This is an optimization exercise on Yosys and OpenROAD, whose aim is small area, not a production implementation. Only the layout flow was run in this run; the RTL was not checked for function there. Power figures rest on the tool's default switching activity, not on a simulated workload.

<file path="design/flow/design.v">
module slrx (
    input             clk,
    input             rst,           
    input             in_valid,      
    input      [9:0]  in_cg,
    output reg        sync,          
    output reg        cell_valid,    
    output reg        cell_link,     
    output reg [63:0] cell_hdr,      
    output reg [71:0] cell_payload,  
    output reg [31:0] cv_cnt,        
    output reg [31:0] crc_cnt,       
    output reg [31:0] stomp_cnt,     
    output reg [31:0] rx_cells,      
    output reg [15:0] abort_cnt,     
    output reg [15:0] loss_cnt       
);
    function [5:0] enc6_minus(input [4:0] x);
        case (x)
            5'd0:  enc6_minus = 6'b100111;
            5'd1:  enc6_minus = 6'b011101;
            5'd2:  enc6_minus = 6'b101101;
            5'd3:  enc6_minus = 6'b110001;
            5'd4:  enc6_minus = 6'b110101;
            5'd5:  enc6_minus = 6'b101001;
            5'd6:  enc6_minus = 6'b011001;
            5'd7:  enc6_minus = 6'b111000;
            5'd8:  enc6_minus = 6'b111001;
            5'd9:  enc6_minus = 6'b100101;
            5'd10: enc6_minus = 6'b010101;
            5'd11: enc6_minus = 6'b110100;
            5'd12: enc6_minus = 6'b001101;
            5'd13: enc6_minus = 6'b101100;
            5'd14: enc6_minus = 6'b011100;
            5'd15: enc6_minus = 6'b010111;
            5'd16: enc6_minus = 6'b011011;
            5'd17: enc6_minus = 6'b100011;
            5'd18: enc6_minus = 6'b010011;
            5'd19: enc6_minus = 6'b110010;
            5'd20: enc6_minus = 6'b001011;
            5'd21: enc6_minus = 6'b101010;
            5'd22: enc6_minus = 6'b011010;
            5'd23: enc6_minus = 6'b111010;
            5'd24: enc6_minus = 6'b110011;
            5'd25: enc6_minus = 6'b100110;
            5'd26: enc6_minus = 6'b010110;
            5'd27: enc6_minus = 6'b110110;
            5'd28: enc6_minus = 6'b001110;
            5'd29: enc6_minus = 6'b101110;
            5'd30: enc6_minus = 6'b011110;
            default: enc6_minus = 6'b101011;
        endcase
    endfunction
    function [2:0] ones6(input [5:0] v);
        ones6 = {2'd0, v[0]} + {2'd0, v[1]} + {2'd0, v[2]} +
                {2'd0, v[3]} + {2'd0, v[4]} + {2'd0, v[5]};
    endfunction
    function [2:0] ones4(input [3:0] v);
        ones4 = {2'd0, v[0]} + {2'd0, v[1]} + {2'd0, v[2]} + {2'd0, v[3]};
    endfunction
    function rd_after6(input [5:0] v, input rd);
        if (ones6(v) > 3'd3)          rd_after6 = 1'b1;
        else if (ones6(v) < 3'd3)     rd_after6 = 1'b0;
        else if (v == 6'b000111)      rd_after6 = 1'b1;
        else if (v == 6'b111000)      rd_after6 = 1'b0;
        else                          rd_after6 = rd;
    endfunction
    function rd_after4(input [3:0] v, input rd);
        if (ones4(v) > 3'd2)          rd_after4 = 1'b1;
        else if (ones4(v) < 3'd2)     rd_after4 = 1'b0;
        else if (v == 4'b0011)        rd_after4 = 1'b1;
        else if (v == 4'b1100)        rd_after4 = 1'b0;
        else                          rd_after4 = rd;
    endfunction
    function [5:0] enc6(input [4:0] x, input rd);
        reg [5:0] c;
        begin
            c = enc6_minus(x);
            if (rd && (ones6(c) != 3'd3 || x == 5'd7))
                c = ~c;
            enc6 = c;
        end
    endfunction
    function [3:0] enc4(input [2:0] y, input [4:0] x, input rd);
        reg [3:0] c;
        begin
            case (y)
                3'd0: c = 4'b1011;
                3'd1: c = 4'b1001;
                3'd2: c = 4'b0101;
                3'd3: c = 4'b1100;
                3'd4: c = 4'b1101;
                3'd5: c = 4'b1010;
                3'd6: c = 4'b0110;
                default: begin
                    if ((!rd && (x == 5'd17 || x == 5'd18 || x == 5'd20)) ||
                        ( rd && (x == 5'd11 || x == 5'd13 || x == 5'd14)))
                        c = 4'b0111;    
                    else
                        c = 4'b1110;    
                end
            endcase
            if (rd && (ones4(c) != 3'd2 || y == 3'd3))
                c = ~c;
            enc4 = c;
        end
    endfunction
    function [9:0] enc10(input [7:0] d, input rd);
        reg [5:0] c6;
        begin
            c6 = enc6(d[4:0], rd);
            enc10 = {c6, enc4(d[7:5], d[4:0], rd_after6(c6, rd))};
        end
    endfunction
    localparam [9:0] K28_5_N = 10'b001111_1010, K28_5_P = 10'b110000_0101;
    localparam [9:0] K27_7_N = 10'b110110_1000, K27_7_P = 10'b001001_0111;
    localparam [9:0] K29_7_N = 10'b101110_1000, K29_7_P = 10'b010001_0111;
    localparam [9:0] K30_7_N = 10'b011110_1000, K30_7_P = 10'b100001_0111;
    reg rd;                      
    reg [4:0] dec_x;
    reg [2:0] dec_y;
    reg       dec_hit6;
    reg [7:0] dec_byte;
    reg       is_data, is_comma, is_sdc, is_sdl, is_abort, is_cv;
    reg       rd_next;
    integer   i;
    always @* begin
        dec_x = 5'd0;
        dec_hit6 = 1'b0;
        for (i = 0; i < 32; i = i + 1) begin
            if (in_cg[9:4] == enc6(i[4:0], 1'b0) || in_cg[9:4] == enc6(i[4:0], 1'b1)) begin
                dec_x = i[4:0];
                dec_hit6 = 1'b1;
            end
        end
        case (in_cg[3:0])
            4'b1011, 4'b0100:                   dec_y = 3'd0;
            4'b1001:                            dec_y = 3'd1;
            4'b0101:                            dec_y = 3'd2;
            4'b1100, 4'b0011:                   dec_y = 3'd3;
            4'b1101, 4'b0010:                   dec_y = 3'd4;
            4'b1010:                            dec_y = 3'd5;
            4'b0110:                            dec_y = 3'd6;
            default:                            dec_y = 3'd7;
        endcase
        dec_byte = {dec_y, dec_x};
        is_data  = dec_hit6 && (enc10(dec_byte, rd) == in_cg);
        is_comma = in_cg == (rd ? K28_5_P : K28_5_N);
        is_sdc   = in_cg == (rd ? K27_7_P : K27_7_N);
        is_sdl   = in_cg == (rd ? K29_7_P : K29_7_N);
        is_abort = in_cg == (rd ? K30_7_P : K30_7_N);
        is_cv    = !(is_data || is_comma || is_sdc || is_sdl || is_abort);
        rd_next  = rd_after4(in_cg[3:0], rd_after6(in_cg[9:4], rd));
    end
    reg        armed;            
    reg [5:0]  acq_cnt;          
    reg [30:0] cv_win;           
    reg [5:0]  comma_gap;        
    wire [31:0] cv_win_next = {cv_win, is_cv};    
    reg  [5:0]  cv_in_win;
    always @* begin
        cv_in_win = 6'd0;
        for (i = 0; i < 32; i = i + 1)
            cv_in_win = cv_in_win + {5'd0, cv_win_next[i]};
    end
    wire lose_sync = sync && ((cv_in_win >= 6'd4) ||
                              (!is_comma && comma_gap == 6'd63));
    reg        in_cell;
    reg [4:0]  idx;              
    reg        cur_link;
    reg [7:0]  buf_bytes [1:18];
    reg [15:0] crc;
    function [15:0] crc16_byte(input [15:0] c, input [7:0] d);
        reg [15:0] r;
        integer k;
        begin
            r = c ^ {d, 8'h00};
            for (k = 0; k < 8; k = k + 1)
                r = r[15] ? ((r << 1) ^ 16'h1021) : (r << 1);
            crc16_byte = r;
        end
    endfunction
    reg [63:0] asm_hdr;
    reg [71:0] asm_payload;
    always @* begin
        for (i = 0; i < 8; i = i + 1)
            asm_hdr[8*i +: 8] = buf_bytes[1 + i];
        for (i = 0; i < 9; i = i + 1)
            asm_payload[8*i +: 8] = buf_bytes[9 + i];
    end
    wire [15:0] got_crc   = {dec_byte, buf_bytes[18]};
    wire [3:0]  asm_type  = asm_hdr[15:12];
    always @(posedge clk) begin
        if (rst) begin
            rd         <= 1'b0;
            sync       <= 1'b0;
            armed      <= 1'b0;
            acq_cnt    <= 6'd0;
            cv_win     <= 31'd0;
            comma_gap  <= 6'd0;
            in_cell    <= 1'b0;
            idx        <= 5'd1;
            crc        <= 16'hFFFF;
            cell_valid <= 1'b0;
            cv_cnt     <= 32'd0;
            crc_cnt    <= 32'd0;
            stomp_cnt  <= 32'd0;
            rx_cells   <= 32'd0;
            abort_cnt  <= 16'd0;
            loss_cnt   <= 16'd0;
        end else begin
            cell_valid <= 1'b0;
            if (in_valid) begin
                rd <= rd_next;
                if (!sync) begin
                    if (is_cv) begin
                        armed   <= 1'b0;
                        acq_cnt <= 6'd0;
                    end else if (armed) begin
                        if (acq_cnt == 6'd63) begin
                            sync      <= 1'b1;
                            armed     <= 1'b0;
                            acq_cnt   <= 6'd0;
                            cv_win    <= 31'd0;
                            comma_gap <= 6'd0;
                        end else begin
                            acq_cnt <= acq_cnt + 6'd1;
                        end
                    end else if (is_comma) begin
                        armed   <= 1'b1;
                        acq_cnt <= 6'd0;
                    end
                end else begin
                    if (is_cv)
                        cv_cnt <= cv_cnt + 32'd1;
                    cv_win    <= cv_win_next[30:0];
                    comma_gap <= is_comma ? 6'd0 : comma_gap + 6'd1;
                    if (lose_sync) begin
                        sync    <= 1'b0;
                        in_cell <= 1'b0;
                        if (loss_cnt != 16'hFFFF)
                            loss_cnt <= loss_cnt + 16'd1;
                    end else if (is_cv) begin
                        in_cell <= 1'b0;
                    end else if (is_sdc || is_sdl) begin
                        if (in_cell)
                            crc_cnt <= crc_cnt + 32'd1;      
                        in_cell  <= 1'b1;
                        idx      <= 5'd1;
                        cur_link <= is_sdl;
                        crc      <= 16'hFFFF;
                    end else if (is_abort) begin
                        if (in_cell && abort_cnt != 16'hFFFF)
                            abort_cnt <= abort_cnt + 16'd1;
                        in_cell <= 1'b0;
                    end else if (is_comma) begin
                        if (in_cell)
                            crc_cnt <= crc_cnt + 32'd1;      
                        in_cell <= 1'b0;
                    end else if (in_cell) begin
                        if (idx <= 5'd18)
                            buf_bytes[idx] <= dec_byte;
                        if (idx <= 5'd17)
                            crc <= crc16_byte(crc, dec_byte);
                        if (idx == 5'd19) begin
                            in_cell <= 1'b0;
                            if (got_crc == crc) begin
                                rx_cells <= rx_cells + 32'd1;
                                if (asm_type < 4'hA) begin
                                    cell_valid   <= 1'b1;
                                    cell_link    <= cur_link;
                                    cell_hdr     <= asm_hdr;
                                    cell_payload <= asm_payload;
                                end
                            end else if (got_crc == (crc ^ 16'hFFFF)) begin
                                stomp_cnt <= stomp_cnt + 32'd1;
                            end else begin
                                crc_cnt <= crc_cnt + 32'd1;
                            end
                        end else begin
                            idx <= idx + 5'd1;
                        end
                    end
                end
            end
        end
    end
endmodule
</file>
<file path="design/flow/run.sh">
#!/bin/bash
# synth_recipe.tcl (not shown) runs the flow's synth.tcl, then flattens the netlist and writes it again
# the make line also repeats each setting of config.mk as NAME=value (left out here)
make -C /OpenROAD-flow-scripts/flow DESIGN_CONFIG=/design/flow/config.mk WORK_HOME=/design/flow/orfs CLKGATE_MAP_FILE= SYNTH_SCRIPT=/design/flow/synth_recipe.tcl finish
</file>
<file path="design/flow/config.mk">
export PLATFORM = sky130hd
export DESIGN_NAME = slrx
export DESIGN_NICKNAME = slrx
export VERILOG_FILES = /design/flow/design.v
export SDC_FILE = /design/flow/constraint.sdc
export NUM_CORES = 4
export LEC_CHECK = 0
export CAP_MARGIN = 20
export CORE_MARGIN = 2
export CORE_UTILIZATION = 40
export SLEW_MARGIN = 20
</file>
<file path="design/flow/constraint.sdc">
create_clock -name core_clock -period 25.0 [get_ports {clk}]
set_input_delay 5.0000 -clock core_clock [delete_from_list [all_inputs] [get_ports {clk}]]
set_output_delay 5.0000 -clock core_clock [all_outputs]
set_load 0.01 [all_outputs]
</file>
==> impl_metrics.yaml <==
die:
  core_area_um2: 57500
  die_area_um2: 59700
  die_y_um: 244
  ioPinCount: 312
  rows: 88
  die_w_um: 244
  start_util_pct: 40.2
global_routing:
  antenna_found_initial: 0
  overflow: 0
  track_usage_pct: 19.4
  grt_pass1_vias: 16300
  grt_start_max_net_pins: 88
  grt_pass1_wl_um: 92400
worst_setup_path:
  r2r_start: "rd$_SDFFE_PP0P_"
  cp_data_arrival_time_ps: 24160
  r2r_slack_ps: 11030
  r2r_cells: 50
  cpMostUsedCell: "fa_1"
  cpPeakStageDelay_ps: 700
  endpoint_kind: "flop"
  crit_type: "in2reg"
  slowest_stage: "clkdlybuf4s50_1"
  r2r_end: "stomp_cnt[14]$_SDFFE_PP0P_"
  required_ps: 25510
  start_kind: "input pin"
  crit_fanout: 23
timing:
  min_period_ps: 23650
  fmax_ghz: 0.0423
  skew_ps: 25.0
  hold_ws_ps: 407
  period_share_pct: 94.6
  setup_tns_ps: 0
  setup_viol: 0
  rsz0062_at_grt: "no"
  slew_viol_final: 0
  worst_slew_pin_slew_ps: 1020
  relSlewSlack_pct: 32.3
  finalHoldViolCount: 0
power_and_ir_drop:
  pwr-share-comb_pct: 13.1
  seqPwrFrac_pct: 46.7
  p_int_uw: 1420
  vdd_ir_drop_max_mv: 0.0470
  leakage_uw: 0.00978
  switching_power_uw: 483
  netSwitchingFraction_pct: 25.4
  p_per_area_nw_per_um2: 66.2
  fin_total_pwr_uw: 1900
  p_clk_share_pct: 40.2
synthesis:
  synth_nets: 2168
  synth.most_common_cell: "edfxtp_1"
  synth_largest_area_cell: "edfxtp_1"
  synth_top_flop_cell: "edfxtp_1"
  netlist.area_leader.share_pct: 36.6
  ys_ff_latch: 511
  synthCells: 2076
  synth.area.top_cells: "edfxtp_1 37%, dfxtp_1 20%, nor2_1 3.2%"
  synth-seq-area-share_pct: 56.5
  synth_area_um2: 23100
  avgSynthCellArea_um2: 11.1
  synth-async-reset-ratio_pct: 0
  ys_types: 90
  synth_edf_count: 282
  netlist_top_cells_count: "282 x edfxtp_1, 229 x dfxtp_1, 198 x nor2_1"
  ys_warn_count: 1
placement:
  routabilityCongestion: 0.852
  dp_hpwl_um: 41100
  portBuffers: 311
  dp.cells: 3083
outcome:
  status: "finished clean"
flow_run:
  cap_violations: 0
layout:
  finalNonFillerCells: 3179
  area_growth_syn_to_layout_pct: 24.4
  n_antenna_cell: 0
  drive_gt1_share_pct: 7.79
  fin_nets: 2466
clock_tree:
  clk_pin_slew_ps: 60
  clock_sinks: 511
  htree_levels: 2
  cts_root_buffer: "clkbuf_16"
  cts_tree: "yes"
  cts.path.max_buffers: 3
  cts_buffers: 54
  clk_latency_ps: 610
hold_path:
  hp-start: "buf_bytes[7][1]$_DFFE_PP_"
  hold_path_depth: 0
  whs_endpoint: "cell_hdr[49]$_DFFE_PP_"
  hold_class: "reg2reg"
drt:
  wl_met2_um: 27500
  wl_met3_um: 4600
  routed_via_density: 5.33
  first_iter_violations: 932
  post-route-drc-count: 0
  highest_layer: "met4"
  final_antenna_net_count: 0
  wl_met1_um: 25000
  vias: 16900
  dr.pass1.iters: 5
  drt_wl_total_um: 58500
  post_drt_wl_per_cell_um: 18.4
flip-flops by register name, summed over array words and instances, names as in the netlist, 6 cells and up:
signal / flops
abort_cnt: 16
acq_cnt: 6
buf_bytes: 144
cell_hdr: 64
cell_payload: 72
comma_gap: 6
crc: 16
crc_cnt: 32
cv_cnt: 32
cv_win: 31
loss_cnt: 16
rx_cells: 32
stomp_cnt: 32
per-layer routing:
| metal | global-route usage (%) | up-vias |
|---|---|---|
| li1 | - | 8112 |
| met1 | 24.9 | 8221 |
| met2 | 32.0 | 516 |
| met3 | 5.67 | 87 |
| met4 | 5.04 | 0 |
| met5 | 0 | - |
through the flow:
step / setup slack (ps) / util [%] / cell area [um2]
final: 1350 / 50.0 / 28800
after global routing: 120 / 50.0 / 28800
after CTS: 1120 / 50.0 / 28700
after detailed placement: 514 / 47.0 / 27000
after global placement: 1090 / 47.0 / 27000
after floorplan: 355 / - / 23100
what timing repair did:
action,in CTS,in global routing
resized for setup,0,7
endpoints found under the setup margin,0,177
setup buffers,0,0
hold buffers,0,0
worst max-delay path by stage:
stage,start,end,slack [ps],depth (start not counted)
CTS,in_cg[9],stomp_cnt[24]$_SDFFE_PP0P_,1120,71
detailed placement,in_cg[9],stomp_cnt[24]$_SDFFE_PP0P_,510,70
global placement,in_cg[9],stomp_cnt[30]$_SDFFE_PP0P_,1090,68
finish,in_cg[4],stomp_cnt[14]$_SDFFE_PP0P_,1350,72
floorplan,in_cg[4],cell_hdr[0]$_DFFE_PP_,360,68
global route,in_cg[7],stomp_cnt[24]$_SDFFE_PP0P_,120,72
kinds of logic after synthesis:
| logic type | synth area share, % |
|---|---|
| and+or+nand+nor | 17.7 |
| buffers and inverters | 3.60 |
| xor gates and xnor gates | 4.20 |
| AOI/OAI and AO/OA | 10.1 |
| muxes | 2.59 |
| DFF | 56.5 |
| adders and majority gates | 5.38 |
power groups by stage:
stage	combinational, uW	clock [uW]	sequential, uW
global route	283	823	888
floorplan	188	0	906
finish	249	766	889
detailed placement	246	0	907
global placement	240	0	907
CTS	249	789	888
area by class of cell:
| type | instances | area [um2] |
|---|---|---|
| Tap cell | 765 | 957 |
| Inverter | 116 | 437 |
| Timing Repair Buffer | 332 | 3330 |
| Sequential cell | 511 | 13100 |
| Fill cell | 5148 | 28700 |
| Clock inverter | 18 | 150 |
| Clock buffer | 78 | 1560 |
| Multi-Input combinational cell | 1359 | 9270 |
critical path: cells and delay by family:
kind                     cells  cell delay [ps]
adder cells (fa/ha/maj)     21             8340
AO/OA/AOI/OAI               16             4060
AND/OR/NAND/NOR             16             4000
buffers and inverters       15             2050
XOR/XNOR                     3              470
multiplexers                 1              190
placed cells by master (no fill, tap or decap), types with 41 or more instances in the layout:
cell / n
clkdlybuf4s50_1: 307
edfxtp_1: 282
dfxtp_1: 229
nor2_1: 195
nand2_1: 110
inv_1: 110
a21oi_1: 94
nand3_1: 81
xnor2_1: 71
o21ai_0: 61
clkbuf_16: 55
nor3_1: 53
nor2b_1: 53
and3_1: 52
ha_1: 45
nand4_1: 43
or3_1: 41

[static timing again, ports no longer ideal]
In the flow no input, the clock included, has a driving cell. The finished layout below was timed again as built, in two steps.
Step 1, drivers: a clkbuf_16 drives clk and a buf_2 each remaining input, both assumed.
Step 2, shift: input delay + t, output delay - t, t = (earliest + latest rising clock arrival at the registers) / 2. This alone moves slack from input paths to output paths.
Three values: ideal, step 1, step 2; two values: the first two.
shift t [ns]: 0.655
slack for setup (ns): 1.351 / 1.386 / 0.731
worst slew at a driven data input, ns: 0.08
After both steps this run still meets setup and hold. The setup slack of this run moves by +0.035 ns with the drivers and by -0.620 ns with both steps.
